From an optimization exercise on the open Yosys and OpenROAD flow, aimed at small area and a short achievable clock period; shortcuts taken in it are not production practice.
At most, simulation tests tie the RTL to the original design; equivalence was not proved.
No driver is modelled on the clock port, so clocking that relies on it looks cheaper here than on a real chip.

v6:
// ring_rx_check
module ring_rx_check (
    input  wire        clk,
    input  wire        rst,           
    input  wire        col_valid,     
    input  wire [39:0] col_code,      
    input  wire        los,           
    output reg         v_valid,       
    output reg  [3:0]  v_reason,      
    output reg  [9:0]  v_len,         
    output wire [95:0] v_hdr,         
    output reg  [15:0] cnt_good,
    output reg  [15:0] cnt_hcrc,
    output reg  [15:0] cnt_bad,
    output wire [63:0] cnt_cv         
);
Size in the first run: roughly 2300 cells after synthesis, about 440 flip-flops, about 270 I/O pins, about 23000 µm² of cells after synthesis.
export LEC_CHECK = 0
export CAP_MARGIN = 20
export CORE_MARGIN = 2
export CORE_UTILIZATION = 60
export SLEW_MARGIN = 20
export SYNTH_MEMORY_MAX_BITS = 16384
create_clock -name core_clock -period 11.0 [get_ports {clk}]
standard.sh (not shown) runs the stock make flow with config.mk's settings and CLKGATE_MAP_FILE= SYNTH_SCRIPT=/design/flow/synth_recipe.tcl, a recipe that flattens the netlist after the stock synthesis.
==> flow/flow/run.sh <==
#!/bin/bash
# The standard layout (standard.sh: the standard synthesis and ORFS steps,
# unchanged), with three settings changed for the make run:
#  - CTS_ARGS: ORFS's own clock_tree_synthesis arguments, without the dummy
#    loads CTS adds to balance the tree;
#  - BUFFER_PORTS_ARGS: every input and output port still gets its buffer,
#    a buf_1 to start with (repair_timing sizes the output ones up).
# Every ORFS step writes its own log under orfs/logs; make's output goes to
# make.log here.
set -euo pipefail
bash standard.sh SETUP_SLACK_MARGIN=7.62 \
    "CTS_ARGS=-sink_clustering_enable -repair_clock_nets -dont_use_dummy_load" \
    "BUFFER_PORTS_ARGS=-buffer_cell sky130_fd_sc_hd__buf_1" \
    finish > make.log 2>&1
Setup changes, v6 to v7
-- flow/flow/run.sh --
<<< v6, line 11
bash standard.sh SETUP_SLACK_MARGIN=7.62 \
>>> v7, line 11
bash standard.sh SETUP_SLACK_MARGIN=7.58 \
Findings:
v7 did not stop at any stage, and its layout met the timing, DRC and antenna checks. v7 -> v6: compound-gate portion of the synthesized area delta 0, exact match. Compare v7 and v6 | final critical-path share of the clock period lower: v6. v6 has a higher core utilization of the finished layout than v7. Run comparison: v6 critical path capture point v_hdr[88]; v7 critical path capture point v_hdr[94].
Function was not checked in any run of this note: the RTL went through the layout flow alone.

ring_rx_check, a different RTL version from the one above (not shown whole).
Size in the first run: ~2300 cells after synthesis, about 440 flip-flops, ~270 I/O pins, ~0.023 mm² of cells after synthesis.
clock: 11.0 ns
lec_check: 0
cap_margin: 20
core_margin: 2
core_utilization: 50
slew_margin: 20
synth_memory_max_bits: 16384
==> flow/flow/run.sh <==
#!/bin/bash
# The standard layout (standard.sh: the standard synthesis and ORFS steps,
# unchanged), with three settings changed for the make run:
#  - CTS_ARGS: ORFS's own clock_tree_synthesis arguments, without the dummy
#    loads CTS adds to balance the tree;
#  - BUFFER_PORTS_ARGS: every input and output port still gets its buffer,
#    a buf_1 to start with (repair_timing sizes the output ones up).
# Every ORFS step writes its own log under orfs/logs; make's output goes to
# make.log here.
set -euo pipefail
bash standard.sh SETUP_SLACK_MARGIN=7.62 \
    "CTS_ARGS=-sink_clustering_enable -repair_clock_nets -dont_use_dummy_load" \
    "BUFFER_PORTS_ARGS=-buffer_cell sky130_fd_sc_hd__buf_1" \
    finish > make.log 2>&1
Rerun with:
==> flow/flow/run.sh (replaced) <==
#!/bin/bash
# The standard layout (standard.sh: the standard synthesis and ORFS steps,
# unchanged), with two settings changed for the make run:
#  - CTS_ARGS: ORFS's own clock_tree_synthesis arguments without the dummy
#    loads CTS adds to balance the tree.
# Every ORFS step writes its own log under orfs/logs; make's output goes to
# make.log here.
set -euo pipefail
bash standard.sh SETUP_SLACK_MARGIN=7.7 \
    "CTS_ARGS=-sink_clustering_enable -repair_clock_nets -dont_use_dummy_load" \
    "BUFFER_PORTS_ARGS=-buffer_cell sky130_fd_sc_hd__buf_1" \
    RECOVER_POWER=100 \
    finish > make.log 2>&1
--- a/flow/config.mk
+++ b/flow/config.mk
@@ -10 +10 @@
-export CORE_UTILIZATION = 50
+export CORE_UTILIZATION = 60
Effect:
- This time the run finished but fails on capacitance limit, slew limit
- count of clock-buffer cells in the layout drops by 2
- clock skew barely changes
- worst hold slack is about the same
- synthesized area stays the same
- setup slack degrades by 2.8 ns
- final cell count drops by 0.35%
Rerun with:
--- a/flow/flow/run.sh
+++ b/flow/flow/run.sh
@@ -12 +11,0 @@
-    RECOVER_POWER=100 \
--- a/flow/config.mk
+++ b/flow/config.mk
@@ -10,0 +11 @@
+export PLACE_DENSITY = 0.75
With this change the flow completed without violations; global-route usage falls by 0.69 points; wire length falls by 4.3%; area after synthesis stays the same; non-clock buffer count falls by 47; synthesized cell count does not change; via count falls by 1.1%; setup slack improved by 2.8 ns; die area stays the same.
Rerun with:
--- a/flow/flow/run.sh
+++ b/flow/flow/run.sh
@@ -3,3 +3,5 @@
-# unchanged), with two settings changed for the make run:
-#  - CTS_ARGS: ORFS's own clock_tree_synthesis arguments without the dummy
-#    loads CTS adds to balance the tree.
+# unchanged), with three settings changed for the make run:
+#  - CTS_ARGS: ORFS's own clock_tree_synthesis arguments, without the dummy
+#    loads CTS adds to balance the tree;
+#  - BUFFER_PORTS_ARGS: every input and output port still gets its buffer,
+#    a buf_1 to start with (repair_timing sizes the output ones up).
@@ -9 +11 @@
-bash standard.sh SETUP_SLACK_MARGIN=7.7 \
+bash standard.sh SETUP_SLACK_MARGIN=7.62 \
--- a/flow/config.mk
+++ b/flow/config.mk
@@ -10,2 +10 @@
-export CORE_UTILIZATION = 60
-export PLACE_DENSITY = 0.75
+export CORE_UTILIZATION = 40
After rerunning: The new run produced a clean layout; die area climbs by 49%; non-clock buffer count is lower by 19; via count stays flat; clock skew climbs by 0.050 ns; worst setup slack degrades by 0.0071 ns.

== build 37 ==
Another version of the RTL of ring_rx_check (not shown whole).
For scale: roughly 2,400 cells after synthesis, ~270 I/O pins, roughly 0.024 mm^2 of cells after synthesis.
==> flow/config.mk <==
export PLATFORM = sky130hd
export DESIGN_NAME = ring_rx_check
export DESIGN_NICKNAME = ring_rx_check
export VERILOG_FILES = /design/flow/design.v
export SDC_FILE = /design/flow/constraint.sdc
export NUM_CORES = 4
export LEC_CHECK = 0
export CAP_MARGIN = 20
export CORE_MARGIN = 2
export CORE_UTILIZATION = 60
export SLEW_MARGIN = 20
export SYNTH_MEMORY_MAX_BITS = 16384
==> flow/constraint.sdc <==
create_clock -name core_clock -period 11.0 [get_ports {clk}]
set_input_delay 2.2000 -clock core_clock [delete_from_list [all_inputs] [get_ports {clk}]]
set_output_delay 2.2000 -clock core_clock [all_outputs]
set_load 0.01 [all_outputs]
==> flow/flow/run.sh <==
#!/bin/bash
# The standard layout (standard.sh: the standard synthesis and ORFS steps,
# unchanged), with two settings changed for the make run:
#  - CTS_ARGS: ORFS's own clock_tree_synthesis arguments without the dummy
#    loads CTS adds to balance the tree.
# Every ORFS step writes its own log under orfs/logs; make's output goes to
# make.log here.
set -euo pipefail
bash standard.sh SETUP_SLACK_MARGIN=7.7 \
    "CTS_ARGS=-sink_clustering_enable -repair_clock_nets -dont_use_dummy_load" \
    finish > make.log 2>&1
Build 37: no failed stages, no open violations at the end
[inputs] build 61 vs build 37
==> flow/flow/run.sh <==
#!/bin/bash
# Standard layout (the standard.sh, unchanged synthesis and steps), with
# repair_timing asked for a larger setup margin so that the paths with slack
# to spare at the design's period are optimised too.  Every step's log is
# kept by ORFS under orfs/logs; make's own output goes to make.log.
set -euo pipefail
bash standard.sh SETUP_SLACK_MARGIN=7.95 finish > make.log 2>&1
diff --git a/flow/config.mk b/flow/config.mk
--- a/flow/config.mk
+++ b/flow/config.mk
@@ -9,3 +9,3 @@
 export CORE_MARGIN = 2
-export CORE_UTILIZATION = 60
+export CORE_UTILIZATION = 40
 export SLEW_MARGIN = 20
Notes after the runs:
- Changes observed in build 61 relative to build 37: routing usage on met2 went down 12 points, setup slack of the critical path after layout went down 0.017 ns, horizontal die dimension went up 22%, non-clock buffer count went up 69, maximum fanout encountered on the critical timing path went down 2.
Inputs modified between build 61 and build 45:
==> flow/flow/run.sh <==
#!/bin/bash
# The standard layout (standard.sh: the standard synthesis and ORFS steps,
# unchanged), with two settings changed for the make run:
#  - CTS_ARGS: ORFS's own clock_tree_synthesis arguments without the dummy
#    loads CTS adds to balance the tree.
# Every ORFS step writes its own log under orfs/logs; make's output goes to
# make.log here.
set -euo pipefail
bash standard.sh SETUP_SLACK_MARGIN=7.7 \
    "CTS_ARGS=-sink_clustering_enable -repair_clock_nets -dont_use_dummy_load" \
    finish > make.log 2>&1
==> results.txt <==
Per the final summary, build 45 finished and its layout is clean on timing, DRC and antenna. Diff build 61 -> build 45: minimum hold slack now sits lower, count of non-filler cells in the finished layout shrank by 91, via count now sits lower, final-layout clock-cell area share decreased by 1.1 points relative to the old numbers. Note that the clock-buffer cell count recorded for build 61 amounts to 1.4 times the value seen in build 45. Status: fmax parity (build 61, build 45). Build 45 has multi-input gate area in the final layout below what build 61 had. Build 45 against build 61; number of buffers created by CTS is up by a few percent. Summary: with build 61 as the reference, vias per cell in build 45 moved up slightly. When build 45 is set beside build 61, its count of cells along the worst register-to-register path turns out to be 2 smaller. Min global placer's final weighted congestion across build 61 and build 45: build 61.
Here is what was changed in the inputs of build 60 compared with build 45.
==> flow/flow/run.sh <==
#!/bin/bash
set -euo pipefail
bash standard.sh SETUP_SLACK_MARGIN=7.7 "CTS_ARGS=-sink_clustering_enable -repair_clock_nets -dont_use_dummy_load -sink_clustering_size 30 -sink_clustering_max_diameter 70" finish > make.log 2>&1
Results
- | clock edge transition at the registers on the reported setup and hold paths | lower: build 45 |
- Between build 60 and build 45, the design area figures differ only marginally.
- Build 60 against build 45: fraction of area in clock buffers and inverters decreased 1.5 points; slack of the critical path decreased 0.080 ns; count of cells resized by post-cts repair increased 5.3%.
- Compared to build 45, the router laid down less metal wire for build 60.

Setup of wip/zinc:
Another version of the RTL of ring_rx_check (not shown whole).
Size in the first run: ~2300 cells after synthesis, about 270 I/O pins, roughly 23000 um^2 of cells after synthesis.
clock: 11.0 ns
lec_check: 0
cap_margin: 20
core_margin: 2
core_utilization: 70
slew_margin: 20
synth_memory_max_bits: 16384
==> flow/flow/run.sh <==
#!/bin/bash
# The standard layout (standard.sh: the standard synthesis and ORFS steps,
# unchanged), with two settings changed for the make run:
#  - CTS_ARGS: ORFS's own clock_tree_synthesis arguments without the dummy
#    loads CTS adds to balance the tree.
# Every ORFS step writes its own log under orfs/logs; make's output goes to
# make.log here.
set -euo pipefail
bash standard.sh SETUP_SLACK_MARGIN=7.7 \
    "CTS_ARGS=-sink_clustering_enable -repair_clock_nets -dont_use_dummy_load" \
    finish > make.log 2>&1
wip/zinc completed; timing, DRC and antenna clean
Relative to wip/zinc, the following input files were edited for wip/tundra:
-- flow/config.mk --
<<< wip/zinc, line 9
export CORE_MARGIN = 2
export CORE_UTILIZATION = 70
export SLEW_MARGIN = 20
>>> wip/tundra, line 9
export CORE_MARGIN = 2
export CORE_UTILIZATION = 60
export SLEW_MARGIN = 20
Findings:
In the metrics for wip/zinc and wip/tundra, the one carrying the lower ratio of final minimum period to clock period is wip/tundra. Per the comparison of wip/tundra with wip/zinc, die area +about 16%; total half-perimeter wirelength after legalization and detailed placement -about 3%. Compared with wip/zinc, wip/tundra shows a first-iteration DRC count that is 52% lower. wip/tundra vs wip/zinc on worst slack on hold paths: wip/tundra is the higher one. Count of clock-buffer cells in the layout (wip/tundra over wip/zinc): increase, 2. [wip/tundra] register-to-register slack rose 0.19 ns relative to wip/zinc. Relative to wip/zinc, the buffer share of cell area of wip/tundra is lower by 0.56 points.
Input-level comparison between wip/raven and wip/tundra:
-- flow/flow/run.sh --
<<< wip/tundra, line 8
set -euo pipefail
bash standard.sh SETUP_SLACK_MARGIN=7.7 \
    "CTS_ARGS=-sink_clustering_enable -repair_clock_nets -dont_use_dummy_load" \
    finish > make.log 2>&1
>>> wip/raven, line 8
set -euo pipefail
bash standard.sh SETUP_SLACK_MARGIN=7.85 \
    "CTS_ARGS=-sink_clustering_enable -repair_clock_nets -dont_use_dummy_load -sink_clustering_size 20 -sink_clustering_max_diameter 50" \
    finish > make.log 2>&1
## What came out
- Buffering stage count on the worst path with inverters included: wip/tundra vs wip/raven identical
- Compared to wip/tundra, the router laid down more metal wire for wip/raven.
- Relative to wip/tundra, clock skew decreased by 0.013 ns in wip/raven.
- Post-synthesis to final-layout area growth: wip/raven > wip/tundra
- Between wip/tundra and wip/raven, register-to-register slack is higher for wip/raven, wip/tundra comes in under that.
- On first-iteration DRC count, wip/raven does worse than wip/tundra.
- Compared with wip/tundra, wip/raven shows a post-route worst setup slack that is 0.030 ns lower.
Edits applied to the flow inputs when going from wip/raven to wip/violet:
-- flow/flow/run.sh --
<<< wip/raven, line 8
set -euo pipefail
bash standard.sh SETUP_SLACK_MARGIN=7.85 \
    "CTS_ARGS=-sink_clustering_enable -repair_clock_nets -dont_use_dummy_load -sink_clustering_size 20 -sink_clustering_max_diameter 50" \
>>> wip/violet, line 8
set -euo pipefail
bash standard.sh SETUP_SLACK_MARGIN=7.7 \
    "CTS_ARGS=-sink_clustering_enable -repair_clock_nets -dont_use_dummy_load -sink_clustering_size 20 -sink_clustering_max_diameter 50" \
-- flow/config.mk --
<<< wip/raven, line 9
export CORE_MARGIN = 2
export CORE_UTILIZATION = 60
export SLEW_MARGIN = 20
>>> wip/violet, line 9
export CORE_MARGIN = 2
export CORE_UTILIZATION = 50
export SLEW_MARGIN = 20
==> comparison <==
- Going from wip/raven to wip/violet, via count now sits lower, setup slack now sits lower, synthesized-area fraction occupied by adder cells now sits at about the same level, routed wire length now sits higher.
- Final design instance area without fill shrinks by a few percent when moving from wip/raven to wip/violet.
- Relative to wip/raven, shortest period the worst path allows has increased by 0.060 ns in wip/violet.
- wip/raven has lower highest cell delay on the worst timing path than wip/violet.
- In wip/violet the fraction of met1 tracks used by global routing turned out 3.9 points lower than in wip/raven.
- Higher effective utilization at floorplan among wip/violet and wip/raven: wip/raven
- met3 routed wirelength across wip/violet and wip/raven: no real change.
- wip/violet reports a higher worst slew margin relative to its limit than wip/raven does.
The inputs of wip/fjord differ from those of wip/violet as listed below.
-- flow/flow/run.sh --
<<< wip/violet, line 8
set -euo pipefail
bash standard.sh SETUP_SLACK_MARGIN=7.7 \
    "CTS_ARGS=-sink_clustering_enable -repair_clock_nets -dont_use_dummy_load -sink_clustering_size 20 -sink_clustering_max_diameter 50" \
>>> wip/fjord, line 8
set -euo pipefail
bash standard.sh SETUP_SLACK_MARGIN=7.6 \
    "CTS_ARGS=-sink_clustering_enable -repair_clock_nets -dont_use_dummy_load -sink_clustering_size 20 -sink_clustering_max_diameter 50" \
-- flow/config.mk --
<<< wip/violet, line 9
export CORE_MARGIN = 2
export CORE_UTILIZATION = 50
export SLEW_MARGIN = 20
>>> wip/fjord, line 9
export CORE_MARGIN = 2
export CORE_UTILIZATION = 60
export SLEW_MARGIN = 20
--- outcome ---
From wip/violet to wip/fjord the numbers moved as follows: number of remaining DRC errors roughly the same, wire length of the first global-routing pass lower. Per the comparison of wip/fjord with wip/violet, global-route usage now sits higher; largest net degree at the start of global routing shows an increase of 18; non-clock buffer share of cell area now smaller; net count reported at finish lower. Multi-input logic portion of the cell area ended up 0.73 points higher on wip/fjord than on wip/violet.
What wip/ember does differently from wip/fjord at the input level:
-- flow/flow/run.sh --
<<< wip/fjord, line 8
set -euo pipefail
bash standard.sh SETUP_SLACK_MARGIN=7.6 \
    "CTS_ARGS=-sink_clustering_enable -repair_clock_nets -dont_use_dummy_load -sink_clustering_size 20 -sink_clustering_max_diameter 50" \
>>> wip/ember, line 8
set -euo pipefail
bash standard.sh SETUP_SLACK_MARGIN=7.7 \
    "CTS_ARGS=-sink_clustering_enable -repair_clock_nets -dont_use_dummy_load -sink_clustering_size 20 -sink_clustering_max_diameter 50" \
-- flow/config.mk --
<<< wip/fjord, line 10
export CORE_UTILIZATION = 60
export SLEW_MARGIN = 20
>>> wip/ember, line 10
export CORE_UTILIZATION = 60
export GPL_TIMING_DRIVEN = 1
export SLEW_MARGIN = 20
Compared with wip/fjord, wip/ember has extra setup slack.
Diff wip/fjord -> wip/ember: setup fix buffers added after clock tree synthesis now larger, global-route usage fell 0.32 points.
Looking at clock period minus final worst setup slack, wip/ember sits below wip/fjord.
wip/fjord -> wip/ember: count of pins over their slew limit delta 0, exact match

-- port drivers added, routing unchanged --
How much do the figures lean on ideal ports? The routed layouts below were timed once more, with nothing changed but the port constraints.
Step 1 (the two cells are an assumption about what drives the block):
set clk [get_ports {clk}]
set_driving_cell -lib_cell sky130_fd_sc_hd__clkbuf_16 $clk
set_driving_cell -lib_cell sky130_fd_sc_hd__buf_2 [delete_from_list [all_inputs] $clk]
Step 2 also shifts input and output timing later by t, the mid clock arrival at the registers, as if the neighbouring blocks saw the same clock.
a / b / c = no drivers / after step 1 / after step 2; a / b = the first two.
run	t, ns	slack for setup (ns)	slew at the worst register clock pin (ns)	worst slew at a driven data input, ns	cell pins on the clock port's net
v6	0.619	7.611 / 7.552 / 7.274	0.06 / 0.06	0.09	1
v7	0.617	7.581 / 7.522 / 7.266	0.06 / 0.06	0.09	1
the first run of note 2	0.624	7.607 / 7.551 / 7.305	0.06 / 0.06	0.05	1
the second run of note 2	0.622	4.762 / 4.789 / 4.167	0.06 / 0.06	0.07	1
the third run of note 2	0.615	7.602 / 7.602 / 7.291	0.06 / 0.06	0.04	1
the fourth run of note 2	0.619	7.595 / 7.539 / 7.131	0.06 / 0.06	0.05	1
build 37	0.613	7.559 / 7.503 / 7.567	0.06 / 0.06	0.06	1
build 61	0.653	7.542 / 7.482 / 7.451	0.07 / 0.07	0.06	1
build 45	0.629	7.543 / 7.485 / 7.322	0.06 / 0.06	0.06	1
build 60	0.653	7.463 / 7.400 / 7.294	0.10 / 0.10	0.06	1
wip/zinc	0.637	7.530 / 7.472 / 6.978	0.07 / 0.07	0.09	1
wip/tundra	0.600	7.633 / 7.576 / 7.317	0.06 / 0.06	0.08	1
wip/raven	0.601	7.603 / 7.548 / 7.303	0.08 / 0.08	0.09	1
wip/violet	0.629	7.543 / 7.487 / 7.233	0.08 / 0.08	0.09	1
wip/fjord	0.611	7.539 / 7.481 / 7.407	0.08 / 0.08	0.06	1
wip/ember	0.602	7.607 / 7.548 / 7.315	0.08 / 0.08	0.08	1
The setup slack of the second run of note 2, which loses most, moves by +0.027 ns with the drivers and by -0.595 ns with both steps.
